Background: an optimization exercise with open tools, aiming at small area and a short achievable clock period. Do not read the settings as production practice. No functional check of the RTL was part of any run shown here.

==> flow/design.v, too long to show whole: its modules and the start of the top module <==
// module burin_drain_fp: 1284 lines
module burin_drain_fp (
    input  wire        clk,
    input  wire        rst,
    input  wire        in_valid,
    input  wire        in_acc_fp,
    input  wire [31:0] in_acc,
    input  wire [31:0] in_scale,
    input  wire [2:0]  in_fmt,
    output reg         out_valid,
    output reg  [31:0] out_data,
    output reg         out_sat
);
  // ...
==> flow/flow/run.sh <==
#!/bin/bash
# Standard synthesis and layout. Timing repair (floorplan, post-place, CTS, global route)
# works on every path whose setup slack at the design's clock period is below the margin in
# flow/margin.txt, and may resize cells across footprints. The constraints are the design's.
set -euo pipefail
MARGIN=$(cat flow/margin.txt)
bash standard.sh synth > synth_make.log 2>&1
bash standard.sh SETUP_SLACK_MARGIN=$MARGIN MATCH_CELL_FOOTPRINT=0 SKIP_GATE_CLONING=1 finish > layout_make.log 2>&1
==> flow/flow/margin.txt <==
17.3
==> flow/standard.sh <==
#!/bin/bash
# synth_recipe.tcl (not shown) runs the flow's synth.tcl, then flattens the netlist and writes it again
# the make line also repeats each setting of config.mk as NAME=value (left out here)
make -C /OpenROAD-flow-scripts/flow DESIGN_CONFIG=/design/flow/config.mk WORK_HOME=/design/flow/orfs CLKGATE_MAP_FILE= SYNTH_SCRIPT=/design/flow/synth_recipe.tcl "${@:-finish}"
==> flow/config.mk <==
export PLATFORM = sky130hd
export DESIGN_NAME = burin_drain_fp
export DESIGN_NICKNAME = burin_drain_fp
export VERILOG_FILES = /design/flow/design.v
export SDC_FILE = /design/flow/constraint.sdc
export NUM_CORES = 4
export LEC_CHECK = 0
export CAP_MARGIN = 20
export CORE_MARGIN = 2
export CORE_UTILIZATION = 40
export PLACE_DENSITY = 0.6
export SLEW_MARGIN = 20
==> flow/constraint.sdc <==
create_clock -name core_clock -period 23.0 [get_ports {clk}]
set_input_delay 4.6000 -clock core_clock [delete_from_list [all_inputs] [get_ports {clk}]]
set_output_delay 4.6000 -clock core_clock [all_outputs]
set_load 0.01 [all_outputs]
==> flow_summary_export.csv, run 1 <==
group,metric,value,unit
run_status,outcome,"no timing/DRC/antenna violations",
placed_design,placed_cells,4521,
setup_path,cp.depth,28,
hold_path,hold_start,"c_sign",
sta,whs,331,ps
synthesis,yosysUniqueCellTypes,89,
sta,relSlewSlack,21.4,%
setup_path,cpMaxStageDelayCell,"fa_1",
clock_tree,hold_buffers,0,
setup_path,crit_arrival,6700,ps
sta,skew,43.3,ps
finish,insertedDiodeCount,0,
drt,vias,27100,
sta,finalSetupTns,0,ps
drt,wl_met2,50000,um
finish,drive_gt1_share,17.6,%
placed_design,preCtsSetupSlack,15910,ps
placed_design,gp_congestion,0.921,
clock_tree,ctsRootBufferMaster,"clkbuf_16",
synthesis,post-synth-top-count-cell,"inv_1",
sta,grt_setup_unrepaired,"true",
placed_design,port_buffers,104,
finish,final_cells,4718,
clock_tree,ctsResizeCount,253,
sta,hold_viol_final,0,
sta,fin_ws,16780,ps
setup_path,r2r_start,"c_y[14]",
setup_path,crit_path_frequent_cell,"a21o_1",
global_routing,grt_pass1_vias,28000,
finish,nClkBuffers,53,
synthesis,yosys.area.top_type,"fa_1",
placed_design,dpl_cell_area,35300,um2
floorplan,n_tap_cell,1070,
finish,signal_buffers,305,
synthesis,ys_seq_area_share,19.0,%
synthesis,syn_inst,3548,
global_routing,grt_pass1_wl,167000,um
synthesis,synth_top_area_share,20.4,%
floorplan,core-area,82100,um2
==> run 2: changes to the inputs <==
--- a/flow/design.v
+++ b/flow/design.v
@@ -820,18 +820,18 @@
     wire t743 = t640 ^ t641 ^ pp15[21];
     wire t744 = (t640 & t641) | (t640 & pp15[21]) | (t641 & pp15[21]);
     wire t745 = t642 ^ t643 ^ 1'b1;
     wire t746 = (t642 & t643) | (t642 & 1'b1) | (t643 & 1'b1);
     wire t747 = t644 ^ ~bn[14] ^ pp15[23];
     wire t748 = (t644 & ~bn[14]) | (t644 & pp15[23]) | (~bn[14] & pp15[23]);
     wire t749 = pp15[24] ^ 1'b1;
     wire t750 = pp15[24] & 1'b1;
-    wire [54:0] cs_x = {t748, t746, t744, t742, t740, t738, t736, t734, t732, t730, t728, t726, t724, t722, t720, t718, t716, t714, t712, t710, t708, t706, t704, t702, t700, t698, t696, t694, t692, t690, t688, t686, t684, t682, t680, t678, t676, t674, t672, t670, t668, t666, t664, t662, t660, t658, t656, t654, t652, t650, t648, t646, t645, pp0[1], pp0[0]};
-    wire [54:0] cs_y = {t749, t747, t745, t743, t741, t739, t737, t735, t733, t731, t729, t727, t725, t723, t721, t719, t717, t715, t713, t711, t709, t707, t705, t703, t701, t699, t697, t695, t693, t691, t689, t687, t685, t683, t681, t679, t677, t675, t673, t671, t669, t667, t665, t663, t661, t659, t657, t655, t653, t651, t649, t647, bn[1], 1'b0, bn[0]};
+    wire [55:0] cs_x = {t750, t748, t746, t744, t742, t740, t738, t736, t734, t732, t730, t728, t726, t724, t722, t720, t718, t716, t714, t712, t710, t708, t706, t704, t702, t700, t698, t696, t694, t692, t690, t688, t686, t684, t682, t680, t678, t676, t674, t672, t670, t668, t666, t664, t662, t660, t658, t656, t654, t652, t650, t648, t646, t645, pp0[1], pp0[0]};
+    wire [55:0] cs_y = {~bn[15], t749, t747, t745, t743, t741, t739, t737, t735, t733, t731, t729, t727, t725, t723, t721, t719, t717, t715, t713, t711, t709, t707, t705, t703, t701, t699, t697, t695, t693, t691, t689, t687, t685, t683, t681, t679, t677, t675, t673, t671, t669, t667, t665, t663, t661, t659, t657, t655, t653, t651, t649, t647, bn[1], 1'b0, bn[0]};
     reg [4:0] f_u;
     reg [7:0] f_c;
     always @(*) begin
         case (r_fmt)
             3'd0: begin f_u = 5'd20; f_c = 8'd144; end
             3'd1: begin f_u = 5'd21; f_c = 8'd136; end
             3'd2: begin f_u = 5'd16; f_c = 8'd24;  end
             3'd3: begin f_u = 5'd13; f_c = 8'd136; end
@@ -840,35 +840,37 @@
     end
     wire [7:0]  a_efp = {a_ef[7:1], a_ef[0] | a_efz};
     wire [7:0]  s_efp = {s_ef[7:1], s_ef[0] | s_efz};
     wire signed [10:0] x_t = $signed({3'd0, f_c}) - $signed({3'd0, s_efp})
                            + (r_fp ? ($signed(11'sd150) - $signed({3'd0, a_efp})) : 11'sd0);
     wire signed [10:0] x_tu = x_t + $signed({6'd0, f_u});
     wire [6:0] x_shs = (x_tu > 11'sd79) ? 7'd79 : x_tu[6:0];
     wire signed [9:0] x_tc = (x_t > 11'sd55) ? 10'sd55 : x_t[9:0];
+    wire x_zero = a_zero | s_zero;
     reg        c_valid;
-    reg [54:0] c_x, c_y;
+    reg [55:0] c_x, c_y;
     reg [6:0]  c_shs;
     reg [9:0]  c_t;
-    reg        c_nan, c_inf, c_sign;
+    reg        c_nan, c_inf, c_zero, c_sign;
     reg [2:0]  c_fmt;
     always @(posedge clk) begin
         c_valid <= r_valid & ~rst;
         c_x     <= cs_x;
         c_y     <= cs_y;
         c_shs   <= x_shs;
         c_t     <= x_tc;
         c_nan   <= x_nan;
         c_inf   <= x_inf;
+        c_zero  <= x_zero;
         c_sign  <= x_sign;
         c_fmt   <= r_fmt;
     end
-    wire [54:0] prod_g0 = c_x & c_y;
-    wire [54:0] prod_p0 = c_x ^ c_y;
+    wire [54:0] prod_g0 = c_x[54:0] & c_y[54:0];
+    wire [54:0] prod_p0 = c_x[54:0] ^ c_y[54:0];
     wire prod_g1_1 = prod_g0[1] | (prod_p0[1] & prod_g0[0]);
     wire prod_p1_1 = prod_p0[1] & prod_p0[0];
     wire prod_g1_3 = prod_g0[3] | (prod_p0[3] & prod_g0[2]);
     wire prod_p1_3 = prod_p0[3] & prod_p0[2];
     wire prod_g1_5 = prod_g0[5] | (prod_p0[5] & prod_g0[4]);
     wire prod_p1_5 = prod_p0[5] & prod_p0[4];
     wire prod_g1_7 = prod_g0[7] | (prod_p0[7] & prod_g0[6]);
     wire prod_p1_7 = prod_p0[7] & prod_p0[6];
@@ -1059,81 +1061,84 @@
     wire prod_g10_50 = prod_g0[50] | (prod_p0[50] & prod_g9_49);
     wire prod_p10_50 = prod_p0[50] & prod_p9_49;
     wire prod_g10_52 = prod_g0[52] | (prod_p0[52] & prod_g8_51);
     wire prod_p10_52 = prod_p0[52] & prod_p8_51;
     wire prod_g10_54 = prod_g0[54] | (prod_p0[54] & prod_g9_53);
     wire prod_p10_54 = prod_p0[54] & prod_p9_53;
     wire [54:0] prod_c = {prod_g9_53, prod_g10_52, prod_g8_51, prod_g10_50, prod_g9_49, prod_g10_48, prod_g6_47, prod_g10_46, prod_g9_45, prod_g10_44, prod_g8_43, prod_g10_42, prod_g9_41, prod_g10_40, prod_g7_39, prod_g10_38, prod_g9_37, prod_g10_36, prod_g8_35, prod_g10_34, prod_g9_33, prod_g10_32, prod_g5_31, prod_g10_30, prod_g9_29, prod_g10_28, prod_g8_27, prod_g10_26, prod_g9_25, prod_g10_24, prod_g7_23, prod_g10_22, prod_g9_21, prod_g10_20, prod_g8_19, prod_g10_18, prod_g9_17, prod_g10_16, prod_g4_15, prod_g10_14, prod_g9_13, prod_g10_12, prod_g8_11, prod_g10_10, prod_g9_9, prod_g10_8, prod_g3_7, prod_g10_6, prod_g9_5, prod_g10_4, prod_g2_3, prod_g10_2, prod_g1_1, prod_g0[0], 1'b0};
     wire [54:0] prod = prod_p0 ^ prod_c;
-    wire [63:0] prod64 = {9'd0, prod};
-    wire lz_v1 = prod64[1] | prod64[0];
-    wire lz_p1 = prod64[1];
-    wire lz_v2 = prod64[3] | prod64[2];
-    wire lz_p2 = prod64[3];
-    wire lz_v3 = prod64[5] | prod64[4];
-    wire lz_p3 = prod64[5];
-    wire lz_v4 = prod64[7] | prod64[6];
-    wire lz_p4 = prod64[7];
-    wire lz_v5 = prod64[9] | prod64[8];
-    wire lz_p5 = prod64[9];
-    wire lz_v6 = prod64[11] | prod64[10];
-    wire lz_p6 = prod64[11];
-    wire lz_v7 = prod64[13] | prod64[12];
-    wire lz_p7 = prod64[13];
-    wire lz_v8 = prod64[15] | prod64[14];
-    wire lz_p8 = prod64[15];
-    wire lz_v9 = prod64[17] | prod64[16];
-    wire lz_p9 = prod64[17];
-    wire lz_v10 = prod64[19] | prod64[18];
-    wire lz_p10 = prod64[19];
-    wire lz_v11 = prod64[21] | prod64[20];
-    wire lz_p11 = prod64[21];
-    wire lz_v12 = prod64[23] | prod64[22];
-    wire lz_p12 = prod64[23];
-    wire lz_v13 = prod64[25] | prod64[24];
-    wire lz_p13 = prod64[25];
-    wire lz_v14 = prod64[27] | prod64[26];
-    wire lz_p14 = prod64[27];
-    wire lz_v15 = prod64[29] | prod64[28];
-    wire lz_p15 = prod64[29];
-    wire lz_v16 = prod64[31] | prod64[30];
-    wire lz_p16 = prod64[31];
-    wire lz_v17 = prod64[33] | prod64[32];
-    wire lz_p17 = prod64[33];
-    wire lz_v18 = prod64[35] | prod64[34];
-    wire lz_p18 = prod64[35];
-    wire lz_v19 = prod64[37] | prod64[36];
-    wire lz_p19 = prod64[37];
-    wire lz_v20 = prod64[39] | prod64[38];
-    wire lz_p20 = prod64[39];
-    wire lz_v21 = prod64[41] | prod64[40];
-    wire lz_p21 = prod64[41];
-    wire lz_v22 = prod64[43] | prod64[42];
-    wire lz_p22 = prod64[43];
-    wire lz_v23 = prod64[45] | prod64[44];
-    wire lz_p23 = prod64[45];
-    wire lz_v24 = prod64[47] | prod64[46];
-    wire lz_p24 = prod64[47];
-    wire lz_v25 = prod64[49] | prod64[48];
-    wire lz_p25 = prod64[49];
-    wire lz_v26 = prod64[51] | prod64[50];
-    wire lz_p26 = prod64[51];
-    wire lz_v27 = prod64[53] | prod64[52];
-    wire lz_p27 = prod64[53];
-    wire lz_v28 = prod64[55] | prod64[54];
-    wire lz_p28 = prod64[55];
-    wire lz_v29 = prod64[57] | prod64[56];
-    wire lz_p29 = prod64[57];
-    wire lz_v30 = prod64[59] | prod64[58];
-    wire lz_p30 = prod64[59];
-    wire lz_v31 = prod64[61] | prod64[60];
-    wire lz_p31 = prod64[61];
-    wire lz_v32 = prod64[63] | prod64[62];
-    wire lz_p32 = prod64[63];
+    wire [55:0] lz_t = c_x ^ c_y;
+    wire [55:0] lz_z = ~(c_x | c_y);
+    wire [54:0] lz_f = ~(lz_t[55:1] ^ lz_z[54:0]);
+    wire [63:0] lz_f64 = {9'd0, lz_f};
+    wire lz_v1 = lz_f64[1] | lz_f64[0];
+    wire lz_p1 = lz_f64[1];
+    wire lz_v2 = lz_f64[3] | lz_f64[2];
+    wire lz_p2 = lz_f64[3];
+    wire lz_v3 = lz_f64[5] | lz_f64[4];
+    wire lz_p3 = lz_f64[5];
+    wire lz_v4 = lz_f64[7] | lz_f64[6];
+    wire lz_p4 = lz_f64[7];
+    wire lz_v5 = lz_f64[9] | lz_f64[8];
+    wire lz_p5 = lz_f64[9];
+    wire lz_v6 = lz_f64[11] | lz_f64[10];
+    wire lz_p6 = lz_f64[11];
+    wire lz_v7 = lz_f64[13] | lz_f64[12];
+    wire lz_p7 = lz_f64[13];
+    wire lz_v8 = lz_f64[15] | lz_f64[14];
+    wire lz_p8 = lz_f64[15];
+    wire lz_v9 = lz_f64[17] | lz_f64[16];
+    wire lz_p9 = lz_f64[17];
+    wire lz_v10 = lz_f64[19] | lz_f64[18];
+    wire lz_p10 = lz_f64[19];
+    wire lz_v11 = lz_f64[21] | lz_f64[20];
+    wire lz_p11 = lz_f64[21];
+    wire lz_v12 = lz_f64[23] | lz_f64[22];
+    wire lz_p12 = lz_f64[23];
+    wire lz_v13 = lz_f64[25] | lz_f64[24];
+    wire lz_p13 = lz_f64[25];
+    wire lz_v14 = lz_f64[27] | lz_f64[26];
+    wire lz_p14 = lz_f64[27];
+    wire lz_v15 = lz_f64[29] | lz_f64[28];
+    wire lz_p15 = lz_f64[29];
+    wire lz_v16 = lz_f64[31] | lz_f64[30];
+    wire lz_p16 = lz_f64[31];
+    wire lz_v17 = lz_f64[33] | lz_f64[32];
+    wire lz_p17 = lz_f64[33];
+    wire lz_v18 = lz_f64[35] | lz_f64[34];
+    wire lz_p18 = lz_f64[35];
+    wire lz_v19 = lz_f64[37] | lz_f64[36];
+    wire lz_p19 = lz_f64[37];
+    wire lz_v20 = lz_f64[39] | lz_f64[38];
+    wire lz_p20 = lz_f64[39];
+    wire lz_v21 = lz_f64[41] | lz_f64[40];
+    wire lz_p21 = lz_f64[41];
+    wire lz_v22 = lz_f64[43] | lz_f64[42];
+    wire lz_p22 = lz_f64[43];
+    wire lz_v23 = lz_f64[45] | lz_f64[44];
+    wire lz_p23 = lz_f64[45];
+    wire lz_v24 = lz_f64[47] | lz_f64[46];
+    wire lz_p24 = lz_f64[47];
+    wire lz_v25 = lz_f64[49] | lz_f64[48];
+    wire lz_p25 = lz_f64[49];
+    wire lz_v26 = lz_f64[51] | lz_f64[50];
+    wire lz_p26 = lz_f64[51];
+    wire lz_v27 = lz_f64[53] | lz_f64[52];
+    wire lz_p27 = lz_f64[53];
+    wire lz_v28 = lz_f64[55] | lz_f64[54];
+    wire lz_p28 = lz_f64[55];
+    wire lz_v29 = lz_f64[57] | lz_f64[56];
+    wire lz_p29 = lz_f64[57];
+    wire lz_v30 = lz_f64[59] | lz_f64[58];
+    wire lz_p30 = lz_f64[59];
+    wire lz_v31 = lz_f64[61] | lz_f64[60];
+    wire lz_p31 = lz_f64[61];
+    wire lz_v32 = lz_f64[63] | lz_f64[62];
+    wire lz_p32 = lz_f64[63];
     wire lz_v33 = lz_v2 | lz_v1;
     wire [1:0] lz_p33 = lz_v2 ? {1'b1, lz_p2} : {1'b0, lz_p1};
     wire lz_v34 = lz_v4 | lz_v3;
     wire [1:0] lz_p34 = lz_v4 ? {1'b1, lz_p4} : {1'b0, lz_p3};
     wire lz_v35 = lz_v6 | lz_v5;
     wire [1:0] lz_p35 = lz_v6 ? {1'b1, lz_p6} : {1'b0, lz_p5};
     wire lz_v36 = lz_v8 | lz_v7;
     wire [1:0] lz_p36 = lz_v8 ? {1'b1, lz_p8} : {1'b0, lz_p7};
@@ -1186,63 +1191,74 @@
     wire lz_v60 = lz_v56 | lz_v55;
     wire [3:0] lz_p60 = lz_v56 ? {1'b1, lz_p56} : {1'b0, lz_p55};
     wire lz_v61 = lz_v58 | lz_v57;
     wire [4:0] lz_p61 = lz_v58 ? {1'b1, lz_p58} : {1'b0, lz_p57};
     wire lz_v62 = lz_v60 | lz_v59;
     wire [4:0] lz_p62 = lz_v60 ? {1'b1, lz_p60} : {1'b0, lz_p59};
     wire lz_v63 = lz_v62 | lz_v61;
     wire [5:0] lz_p63 = lz_v62 ? {1'b1, lz_p62} : {1'b0, lz_p61};
-    wire [5:0] msb = lz_p63;
-    wire signed [10:0] nb   = $signed({5'd0, msb}) - $signed({c_t[9], c_t});
-    wire        normal = ~nb[10] & lz_v63;    
+    wire [5:0] msb = lz_p63;    
     reg [4:0] c_u;
     always @(*) begin
         case (c_fmt)
             3'd0: c_u = 5'd20;
             3'd1: c_u = 5'd21;
             3'd2: c_u = 5'd16;
             3'd3: c_u = 5'd13;
             default: c_u = 5'd0;
         endcase
     end
+    wire signed [10:0] nb   = $signed({5'd0, msb}) - $signed({c_t[9], c_t});
+    wire        normal = ~nb[10] & ~c_zero;
     wire [6:0]  shn  = {1'b0, msb} + {2'd0, c_u};
     wire [6:0]  sh   = normal ? shn : c_shs;
     wire [8:0]  base = normal ? nb[8:0] : 9'd0;
+    wire [78:0] wide = {prod, 24'd0} >> sh;
     reg        p_valid;
-    reg [54:0] p_prod;
-    reg [6:0]  p_sh;
+    reg [25:0] p_win;
     reg [8:0]  p_base;
+    reg        p_norm;
     reg        p_nan, p_inf, p_sign;
     reg [2:0]  p_fmt;
     always @(posedge clk) begin
         p_valid <= c_valid & ~rst;
-        p_prod  <= prod;
-        p_sh    <= sh;
+        p_win   <= wide[25:0];
         p_base  <= base;
+        p_norm  <= normal;
         p_nan   <= c_nan;
         p_inf   <= c_inf;
         p_sign  <= c_sign;
         p_fmt   <= c_fmt;
     end
-    wire [78:0] wide = {p_prod, 24'd0} >> p_sh;
-    wire [25:0] win = wide[25:0];
+    reg up_bit;
+    always @(*) begin
+        case (p_fmt)
+            3'd0:    up_bit = p_win[5];
+            3'd1:    up_bit = p_win[4];
+            3'd2:    up_bit = p_win[9];
+            3'd3:    up_bit = p_win[12];
+            default: up_bit = p_win[25];
+        endcase
+    end
+    wire        up  = p_norm & up_bit;
+    wire [25:0] win = up ? {1'b0, p_win[25:1]} : p_win;
     wire [24:0] rs  = win[25:1] + {24'd0, win[0]};    
     reg [1:0]  hb;
     reg [22:0] man;
     always @(*) begin
         case (p_fmt)
             3'd0:    begin hb = rs[4:3];   man = {20'd0, rs[2:0]};  end
             3'd1:    begin hb = rs[3:2];   man = {21'd0, rs[1:0]};  end
             3'd2:    begin hb = rs[8:7];   man = {16'd0, rs[6:0]};  end
             3'd3:    begin hb = rs[11:10]; man = {13'd0, rs[9:0]};  end
             default: begin hb = rs[24:23]; man = rs[22:0];          end
         endcase
     end
-    wire [9:0] ef = {1'b0, p_base} + {8'd0, hb};
+    wire [9:0] ef = {1'b0, p_base} + {8'd0, hb} + {9'd0, up};
     reg [31:0] d_data;
     reg        d_sat;
     always @(*) begin
         d_sat  = 1'b0;
         d_data = 32'd0;
         case (p_fmt)
             3'd0: begin
                 if (p_nan) d_data = 32'h7F;
==> run 2 against run 1 <==
Cell area rose by 5.4%. Largest cell class unchanged. Non-clock buffer count fell by 2. Register-to-register slack gained 390 ps. Critical endpoint is now out_data[10]. Final cell count is 10% higher.
==> flow_summary_export.csv, run 2 <==
group,metric,value,unit
floorplan,initial_utilization,40.3,%
flow_run,cap_violations,0,
floorplan,core-area,85000,um2
sta,whs,322,ps
setup_path,crit_arrival,6340,ps
setup_path,ff2ff_path_depth,28,
setup_path,worst-setup-path-type,"reg2reg",
synthesis,ys.flop_type,"dfxtp_1",
clock_tree,ctsRootBufferMaster,"clkbuf_16",
finish,reg_top3,"c_x x56, c_y x54",
finish,mostFrequentLayoutCell,"inv_1",
finish,drive_gt1_share,16.6,%
sta,setup_violations,0,
sta,slew_viol_final,0,
synthesis,async_flop_share,0,%
global_routing,grt-ovfl-total,0,
sta,skew,24.1,ps
synthesis,synth_nets,4578,
global_routing,grt_pass1_vias,28900,
clock_tree,clock-sinks,281,
finish,nFillCells,7980,
setup_path,crit_fanout,7,
hold_path,hold-path-endpoint,"p_nan",
finish,postLayoutCellArea,41100,um2
drt,vias,29700,
synthesis,ys_seq_area_share,16.4,%
drt,drt_iter0_markers,2919,
sta,finalSetupTns,0,ps
synthesis,synth_common_cells,"560 x inv_1, 401 x xnor2_1, 355 x a22oi_1",
synthesis,synth_area_leaders,"fa_1 20%, dfxtp_1 16%, xnor2_1 10%",
global_routing,grt_pass1_wl,169000,um
clock_tree,clkSlewWorstSetupHoldPaths,60,ps
synthesis,yosysUniqueCellTypes,86,
finish,final_nets,4626,
setup_path,cpMaxStageDelayCell,"mux4_2",
placed_design,dp_hpwl,75800,um
sta,grt_setup_unrepaired,"true",
clock_tree,hold_buffers,0,
global_routing,grt_max_degree,58,
finish,largest_reg_flops,56,
floorplan,dieArea,88000,um2
run_status,outcome,"no timing/DRC/antenna violations",
synthesis,synth_edf_count,0,
sta,hold_viol_final,0,
finish,largest_register,"c_x",
clock_tree,h-tree-depth,2,
sta,fmax,171,MHz
synthesis,ys_ff_latch,281,
placed_design,dpl_cell_area,36600,um2
setup_path,r2r_start,"p_win[12]",
drt,routedWlPerCell,21.9,um
sta,relSlewSlack,26.7,%
hold_path,min_path_cells,0,
clock_tree,clkLatencyLatePin,600,ps
drt,firstDrtPassIters,8,
setup_path,worstSetupEndpointType,"flip-flop",
drt,drcViolationCount,0,
drt,routed_wl,114000,um
finish,regArea,5670,um2
clock_tree,cts_buffers,36,
drt,antenna_left,0,
placed_design,gp_congestion,0.928,
drt,viasPerCell,5.71,
synthesis,post-synth-top-count-cell,"inv_1",
synthesis,syn_area,34200,um2
sta,fin_crit,5830,ps
global_routing,antenna_found_initial,1,
clock_tree,cts_tree,"built",
hold_path,hold_start,"c_nan",
finish,area_delta_synth_final,20.2,%
setup_path,crit_path_frequent_cell,"nand2_2",
setup_path,path_delay_family,"simple AND/OR/NAND/NOR gates",
synthesis,ys.warnings.count,1,
finish,multi_input_area,27600,um2
clock_tree,clockBufferDepth,3,
synthesis,avgSynthCellArea,8.60,um2
placed_design,port_buffers,104,
setup_path,crit_path_max_incr_delay,500,ps
floorplan,die_x,297,um
floorplan,fp.dieH,297,um
sta,period_share,25.4,%
global_routing,grt.total_usage,24.7,%
setup_path,start_kind,"flip-flop",
finish,layout_common_cells,"553 x inv_1, 394 x xnor2_1, 351 x a22oi_1, 336 x fa_1, 253 x dfxtp_1",
floorplan,pin_count,105,
setup_path,crit_required,23510,ps
setup_path,rr_endpoint,"out_data[10]",
synthesis,syn_inst,3980,
synthesis,yosys.area.top_type,"fa_1",
setup_path,reg2reg_slack,17170,ps
floorplan,rows,107,
synthesis,synth_top_area_share,19.8,%
sta,tightest_slew,1100,ps
hold_path,hold_path.class,"reg2reg",
setup_path,worst-path-buf-inv,3,
run 2: through the flow:
step                      setup slack [ps]  util (%)  instances
after CTS                            17230      45.8       5129
after global placement               15500      43.0       5013
after floorplan                      17110         -       3980
final                                17170      48.4       5201
after global routing                 16890      48.4       5199
after detailed placement             15460      43.0       5013
run 2: how the worst max path moves through the flow:
stage	endpoint	from	slack [ps]	cells past startpoint
2_1_floorplan	out_data[7]	p_fmt[0]	17110	31
3_3_place_gp	p_win[4]	c_x[36]	15500	22
3_5_place_dp	p_win[4]	c_x[36]	15460	22
4_1_cts	out_data[7]	p_fmt[0]	17230	27
5_1_grt	out_data[7]	p_fmt[0]	16890	27
6_report	out_data[10]	p_win[12]	17170	28
run 2: final cells by class:
cell class	count	area share (%)
clock buffers	46	2.40
diodes	2	0.0122
inverters	570	5.25
repair buffers	303	7.47
flip-flops and latches	281	13.8
well taps	1144	3.48
multi-input cells	2836	67.0
clock inverters	19	0.605
run 2: layer usage:
metal / vias to the layer above / global-route usage, % / wire, um
met5: - / 0 / 9
met4: 2 / 11.0 / 6400
met3: 394 / 4.58 / 9780
met2: 1452 / 40.1 / 51800
met1: 14500 / 32.1 / 45900
li1: 13400 / - / -
run 2: kinds of logic after synthesis:
kind of cell / after synthesis / synth area share (%)
muxes: 178 / 5.41
adders and majority gates: 530 / 26.8
and+or+nand+nor: 684 / 9.66
AOI/OAI and AO/OA: 888 / 17.8
DFF: 281 / 16.4
buffers and inverters: 863 / 9.71
xor gates and xnor gates: 556 / 14.2
run 2: what timing repair did:
action                     4_1_cts  5_1_grt
pin swaps                       28      106
setup buffers                   51       70
resized for setup              183      351
hold endpoints to repair         0        0
setup endpoints to repair      128       83

re-timing with driven ports:
The flow's constraints put no driver on any port. The routed layouts listed below were extracted and timed again, unchanged, in two steps.
Step 1: set_driving_cell puts a clkbuf_16 on clk and a buf_2 on each other input, an assumption about the parent block.
Step 2 adds t to the input delays and takes it off the output delays; t is the mean of the earliest and latest rising clock arrival at the registers after step 1. Input paths then give back, and output paths get back, about the clock's delay inside the block.
Three values: ideal, step 1, step 2; two values: the first two.
run | t, ns | slack for setup (ns) | hold WS [ns] | worst setup path at the end | slew at the worst register clock pin (ns)
run 1 | 0.652 | 16.780 / 16.780 / 16.780 | 0.331 / 0.331 / 0.331 | register to register | 0.07 / 0.07
run 2 | 0.653 | 17.169 / 17.169 / 17.169 | 0.322 / 0.322 / 0.322 | register to register | 0.08 / 0.08
After both steps setup and hold are still met in every run listed.
